What follows belongs to an exercise in optimizing a design on an open flow for small area and a short achievable clock period; a production flow would make more cautious choices.
In this exercise RTL edits were held to simulation tests only and were not proved equivalent to the original.

== harbor ==
==> flow/design.v (excerpt) <==
module mole_lane_rx (
    input  wire        clk,
    input  wire        rst,
    input  wire        in_valid,
    input  wire [1:0]  in_hdr,
    input  wire [63:0] in_data,
    output reg         out_valid,
    output reg  [1:0]  out_hdr,
    output reg  [63:0] out_data,
    output reg         sig_valid,
    output wire [7:0]  sig_code,
    output wire [39:0] sig_arg,
    output reg         frm_valid,
    output reg         frm_good,
    output reg  [1:0]  frm_class,
    output reg  [15:0] frm_seq,
    output reg  [6:0]  frm_dest,
    output reg  [6:0]  frm_words,
    output reg         aln_valid,
    output reg  [3:0]  aln_lane,
    output reg  [1:0]  aln_port,
    output reg  [15:0] aln_seq,
    output reg  [4:0]  aln_bip_errs,
    output reg  [15:0] cnt_block_err,
    output reg  [15:0] cnt_signal_bad,
    output reg  [15:0] cnt_crc_err,
    output reg  [15:0] cnt_bip_err,
    output reg         frozen,
    output reg         lane_drop
);
Size in the first run: ~2,300 cells after synthesis, ~310 I/O pins, about 0.024 sq mm of cells after synthesis.
Settings: LEC_CHECK=0, CAP_MARGIN=20, CORE_MARGIN=2, CORE_UTILIZATION=60, CTS_CLUSTER_DIAMETER=140, CTS_CLUSTER_SIZE=27, SLEW_MARGIN=20; clock period 9.0 ns.
standard.sh (not shown) runs the stock make flow with config.mk's settings and CLKGATE_MAP_FILE= SYNTH_SCRIPT=/design/flow/synth_recipe.tcl, a recipe that flattens the netlist after the stock synthesis.
==> flow/flow/run.sh <==
#!/bin/bash
# Standard layout, with fast port buffers and a tighter setup target for
# timing repair. Each tool's output goes to the ORFS logs under orfs/logs;
# make's own output goes to flow_make.log.
set -euo pipefail
bash standard.sh "BUFFER_PORTS_ARGS=-buffer_cell sky130_fd_sc_hd__buf_2" SETUP_SLACK_MARGIN=5.8 finish > flow_make.log 2>&1
harbor did not stop at any stage, and its layout met the timing, design-rule and antenna checks.
> inputs changed (harbor -> willow)
--- a/flow/design.v
+++ b/flow/design.v
@@ -87,52 +87,50 @@
     assign sig_code = last_msg[7:0];
     assign sig_arg  = last_msg[47:8];
     reg         s1_align;
     wire [63:0] p1 = out_data;
     wire fend_close = s1_fend && in_frame;
     wire in_frame_nx = s1_fsta ? 1'b1 : (s1_fend ? 1'b0 : in_frame);
     wire [7:0]  sig_syn;
     mole_lane_rx_crc8 u_crc8 (.p1(p1), .sig_syn(sig_syn));
     wire        sig_crc_ok = (sig_syn == 8'd0);
     wire        sig_dup    = (sig_dist <= 3'd4) && (p1[55:8] == last_msg);
     wire        sig_good   = s1_sig && sig_crc_ok;
     wire        sig_take   = sig_good && !sig_dup;
-    wire [31:0] crc_in    = fcrc;
+    wire [31:0] crc_in    = s1_fsta ? FSTA_SEED : fcrc;
     wire [31:0] crc_next;
     mole_lane_rx_crc32 u_crc32 (.crc_in(crc_in), .p1(p1), .crc_next(crc_next));
     wire        fend_good = (~fcrc == p1[39:8]) && (fcount == frm_words) &&
                             (frm_words != 7'd0) && (frm_words <= 7'd64);
     wire [6:0]  bip_sum4 = aln_bip_errs + bip_h1 + bip_h2 + bip_h3;
     wire [12:0] idles_now = win_idles + {11'b0, s1_idle};
     wire        s1_valid = out_valid;
     always @(posedge clk) begin
         out_hdr      <= in_hdr;
         out_data     <= payload;
         s1_bgrp[0]   <= bip_grp[0];
         s1_bgrp[1]   <= bip_grp[1];
         s1_bgrp[2]   <= bip_grp[2];
         s1_bgrp[3]   <= bip_grp[3];
         aln_bip_errs <= bip_pop;
         aln_lane     <= out_data[11:8];
         aln_port     <= out_data[13:12];
         aln_seq      <= out_data[31:16];
         if (s1_fsta) begin
             frm_class <= p1[9:8];
             frm_seq   <= p1[31:16];
             frm_words <= p1[38:32];
             frm_dest  <= p1[46:40];
         end
-        if (in_valid && c_fsta)
-            fcrc <= FSTA_SEED;
-        else if (s1_fsta || s1_data)
+        if (s1_fsta || s1_data)
             fcrc <= crc_next;
         if (s1_fsta)
             fcount <= 7'd0;
         else if (s1_data && !(fcount[6] && fcount[0]))
             fcount <= fcount + 7'd1;
         if (sig_good)
             last_msg <= p1[55:8];
         if (rst) begin
             hist          <= 58'b0;
             bip           <= 16'b0;
             s1_align      <= 1'b0;
             out_valid     <= 1'b0;
Notes after the runs:
- On worst relative slew slack: between harbor and willow, it ends up higher for harbor.
- The category of the critical setup timing path comes out primary input to flop in one run and flop to output port in the other, namely in willow and harbor respectively.
- Delta (willow minus harbor): number of cells on the worst reg-to-reg path picked up an extra 2; final-stage net count picked up an extra 1.4%; overall die width lost 0.63%.
- Changes observed in willow relative to harbor: worst setup margin climbed 0.022 ns; post-layout utilization of the core increased 0.71 points; post-detailed-route via-to-cell ratio moved down; reg-to-reg setup timing slack went down by 0.06 ns.
- Per the comparison of willow with harbor, sum of routed wire segments on met1 dropped 1300 microns, total of clock buffers placed in the layout climbed 2.

re-timing with driven ports:
The flow's constraints put no driver on any port. The routed layouts listed below were extracted and timed again, unchanged, in two steps.
Step 1: set_driving_cell puts a clkbuf_16 on clk and a buf_2 on each other input, an assumption about the parent block.
Step 2 also shifts input and output timing later by t, the mid clock arrival at the registers, as if the neighbouring blocks saw the same clock.
Three values: ideal ports, drivers, drivers and shift; two values: the first two.
| run | shift t [ns] | setup slack, ns | hold slack, ns | worst slew at a driven data input, ns |
|---|---|---|---|---|
| harbor | 0.618 | 5.794 / 5.737 / 5.215 | 0.456 / 0.456 / 0.456 | 0.05 |
| willow | 0.601 | 5.817 / 5.758 / 5.250 | 0.452 / 0.452 / 0.452 | 0.04 |
After both steps setup and hold are still met in every run listed. The setup slack of harbor, which loses most, moves by -0.057 ns with the drivers and by -0.579 ns with both steps.
